Context: an optimization exercise on an open-source flow, tuned for small area and a short achievable clock period. The choices shown serve that exercise and are no tape-out recipe. In this exercise RTL edits were held to simulation tests only and were not proved equivalent to the original.

==> flow/design.v (excerpt) <==
module fadd16 (
    input  wire         clk,
    input  wire         rst,
    input  wire         in_valid,
    input  wire [511:0] in_terms,     
    output reg          out_valid,
    output reg  [31:0]  out_sum
);
    reg         r_valid;
    reg [511:0] r_terms;
    always @(posedge clk) begin
        if (rst) r_valid <= 1'b0;
        else     r_valid <= in_valid;
        r_terms <= in_terms;
    end
    wire [7:0]  ee   [0:15];      
    wire [23:0] mant [0:15];
    wire [15:0] sg, is_nan, is_pinf, is_ninf;
    genvar g;
    generate
        for (g = 0; g < 16; g = g + 1) begin : fld
            wire [31:0] t    = r_terms[32*g +: 32];
            wire        ez   = (t[30:23] == 8'd0);
            wire        eff  = &t[30:23];
            wire        fnz  = |t[22:0];
            assign ee[g]      = {t[30:24], t[23] | ez};
            assign mant[g]    = {~ez, t[22:0]};
            assign sg[g]      = t[31];
            assign is_nan[g]  = eff & fnz;
            assign is_pinf[g] = eff & ~fnz & ~t[31];
            assign is_ninf[g] = eff & ~fnz &  t[31];
        end
    endgenerate
    wire [15:0] act [0:4];
    wire [7:0]  maxe, maxee;
    assign act[4] = 16'hFFFF;
    generate
        for (g = 3; g >= 0; g = g - 1) begin : mx
  ...
For scale: roughly 6400 cells after synthesis, about 650 flip-flops, roughly 550 I/O pins, ~52000 µm² of cells after synthesis.
Settings: LEC_CHECK=0, ABC_AREA=1, CAP_MARGIN=20, CORE_MARGIN=2, CORE_UTILIZATION=55, SLEW_MARGIN=20; clock period 70.0 ns.
standard.sh (not shown) runs the stock make flow with config.mk's settings and CLKGATE_MAP_FILE= SYNTH_SCRIPT=/design/flow/synth_recipe.tcl, a recipe that flattens the netlist after the stock synthesis.
==> flow/flow/run.sh <==
#!/bin/bash
# Own layout flow: the standard ORFS flow, with
#  - the synthesis script flow/my_synth.tcl (synth_recipe.tcl, optionally with
#    another ABC script, flow/abc.script if present), and without the
#    generic ABC pass inside Yosys's synth (SYNTH_ARGS=-noabc),
#  - sky130_fd_sc_hd__buf_1 as the port buffers,
#  - repair_timing aiming at a setup margin (the SDC is unchanged),
#  - a clock tree of clkbuf_8 with no dummy loads.
# Each tool's output goes to the ORFS logs under orfs/logs; make's own output
# to make.log here.
set -euo pipefail
W=$PWD
if [[ -f $W/flow/abc.script ]]; then export MY_ABC_SCRIPT=$W/flow/abc.script; fi
MARGIN=$(cat $W/flow/margin 2>/dev/null || echo 0)
make -C "$FLOW_HOME" DESIGN_CONFIG=$W/config.mk WORK_HOME=$W/orfs CLKGATE_MAP_FILE= \
    SYNTH_SCRIPT=$W/flow/my_synth.tcl SYNTH_ARGS=-noabc \
    BUFFER_PORTS_ARGS="-buffer_cell sky130_fd_sc_hd__buf_1" \
    SETUP_SLACK_MARGIN=$MARGIN \
    CTS_ARGS="-sink_clustering_enable -repair_clock_nets -dont_use_dummy_load -buf_list {sky130_fd_sc_hd__clkbuf_8} -sink_clustering_size 14 -sink_clustering_max_diameter 50" \
    finish > $W/make.log 2>&1
R=$W/orfs/results/$FLOW_PLATFORM/fadd16/base
: # left out here: write the final layout as DEF
==> flow/flow/abc.script <==
strash
dch
amap
==> flow/flow/margin <==
55
==> flow/flow/my_synth.tcl <==
proc synth {args} { yosys synth -nofsm -noshare {*}$args }
proc abc {args} {
  set i [lsearch -exact $args -script]
  if { $i >= 0 && [info exists ::env(MY_ABC_SCRIPT)] } {
    set args [lreplace $args [expr {$i + 1}] [expr {$i + 1}] $::env(MY_ABC_SCRIPT)]
  }
  puts "my abc: $args"
  yosys abc {*}$args
}
source $::env(SCRIPTS_DIR)/synth.tcl
# left out here: clear keep_hierarchy, flatten, clean up, hide names made inside functions, write 1_2_yosys.v
The starting point passed the timing, design-rule and antenna checks.
Edit:
--- a/flow/flow/run.sh
+++ b/flow/flow/run.sh
@@ -8 +8 @@
-#  - a clock tree of clkbuf_8 with no dummy loads.
+#  - a clock tree of clkbuf_16 with no dummy loads.
@@ -19 +19 @@
-    CTS_ARGS="-sink_clustering_enable -repair_clock_nets -dont_use_dummy_load -buf_list {sky130_fd_sc_hd__clkbuf_8} -sink_clustering_size 14 -sink_clustering_max_diameter 50" \
+    CTS_ARGS="-sink_clustering_enable -repair_clock_nets -dont_use_dummy_load -buf_list {sky130_fd_sc_hd__clkbuf_16} -sink_clustering_size 24 -sink_clustering_max_diameter 80" \
CORE_UTILIZATION = 65   (was 55)
After rerunning: The changed run completed without violations. Synthesized area stays the same. Setup slack gets better by 130 ps. Clock-buffer cell count drops by 33. Cell area stays flat.
Edit:
--- a/flow/flow/run.sh
+++ b/flow/flow/run.sh
@@ -19 +19 @@
-    CTS_ARGS="-sink_clustering_enable -repair_clock_nets -dont_use_dummy_load -buf_list {sky130_fd_sc_hd__clkbuf_16} -sink_clustering_size 24 -sink_clustering_max_diameter 80" \
+    CTS_ARGS="-sink_clustering_enable -repair_clock_nets -dont_use_dummy_load -buf_list {sky130_fd_sc_hd__clkbuf_16} -sink_clustering_size 30 -sink_clustering_max_diameter 80" \
CORE_UTILIZATION = 55   (was 65)
Effect: The new run went through all stages and came out clean; wire length decreases by a few percent; sequential share of layout area is about the same; register-to-register slack improved by 440 ps; global-route usage came out lower by 8.5 points; setup slack gets better by 32 ps.
Edit:
--- a/flow/flow/run.sh
+++ b/flow/flow/run.sh
@@ -8 +8 @@
-#  - a clock tree of clkbuf_16 with no dummy loads.
+#  - a clock tree of clkbuf_8/16 with no dummy loads.
@@ -19 +19 @@
-    CTS_ARGS="-sink_clustering_enable -repair_clock_nets -dont_use_dummy_load -buf_list {sky130_fd_sc_hd__clkbuf_16} -sink_clustering_size 30 -sink_clustering_max_diameter 80" \
+    CTS_ARGS="-sink_clustering_enable -repair_clock_nets -dont_use_dummy_load -buf_list {sky130_fd_sc_hd__clkbuf_8 sky130_fd_sc_hd__clkbuf_16} -sink_clustering_size 12 -sink_clustering_max_diameter 60" \
Area after synthesis is unchanged.
Synthesized cell count does not change.
Cell area rises by 1.6%.
Worst hold slack hardly moves.
Setup slack degrades by 14 ps.

==> re-timing with driven ports <==
Ports are ideal in the flow. The routed layouts listed here were re-timed in OpenROAD. Step 1 sets driving cells, clkbuf_16 on the clock port and buf_2 on the other inputs (assumed; they add their load-dependent delay and slew). Step 2 also shifts input and output timing later by t, the mid clock arrival at the registers, as if the neighbouring blocks saw the same clock. a / b / c = ideal / step 1 / step 2; a / b = the first two.
| run | shift t [ns] | setup slack, ns | clock arrival spread, ns | worst register clock-pin slew, ns | worst slew at a driven data input, ns |
|---|---|---|---|---|---|
| the first run | 0.831 | 54.748 / 54.670 / 55.158 | 0.151 / 0.151 | 0.09 / 0.09 | 0.06 |
| the second run | 0.703 | 54.876 / 54.799 / 54.983 | 0.078 / 0.077 | 0.10 / 0.10 | 0.06 |
| the third run | 0.699 | 54.907 / 54.830 / 55.420 | 0.107 / 0.107 | 0.12 / 0.12 | 0.06 |
| the fourth run | 0.717 | 54.893 / 54.815 / 55.127 | 0.068 / 0.068 | 0.07 / 0.07 | 0.05 |
After both steps every run listed still meets setup and hold.
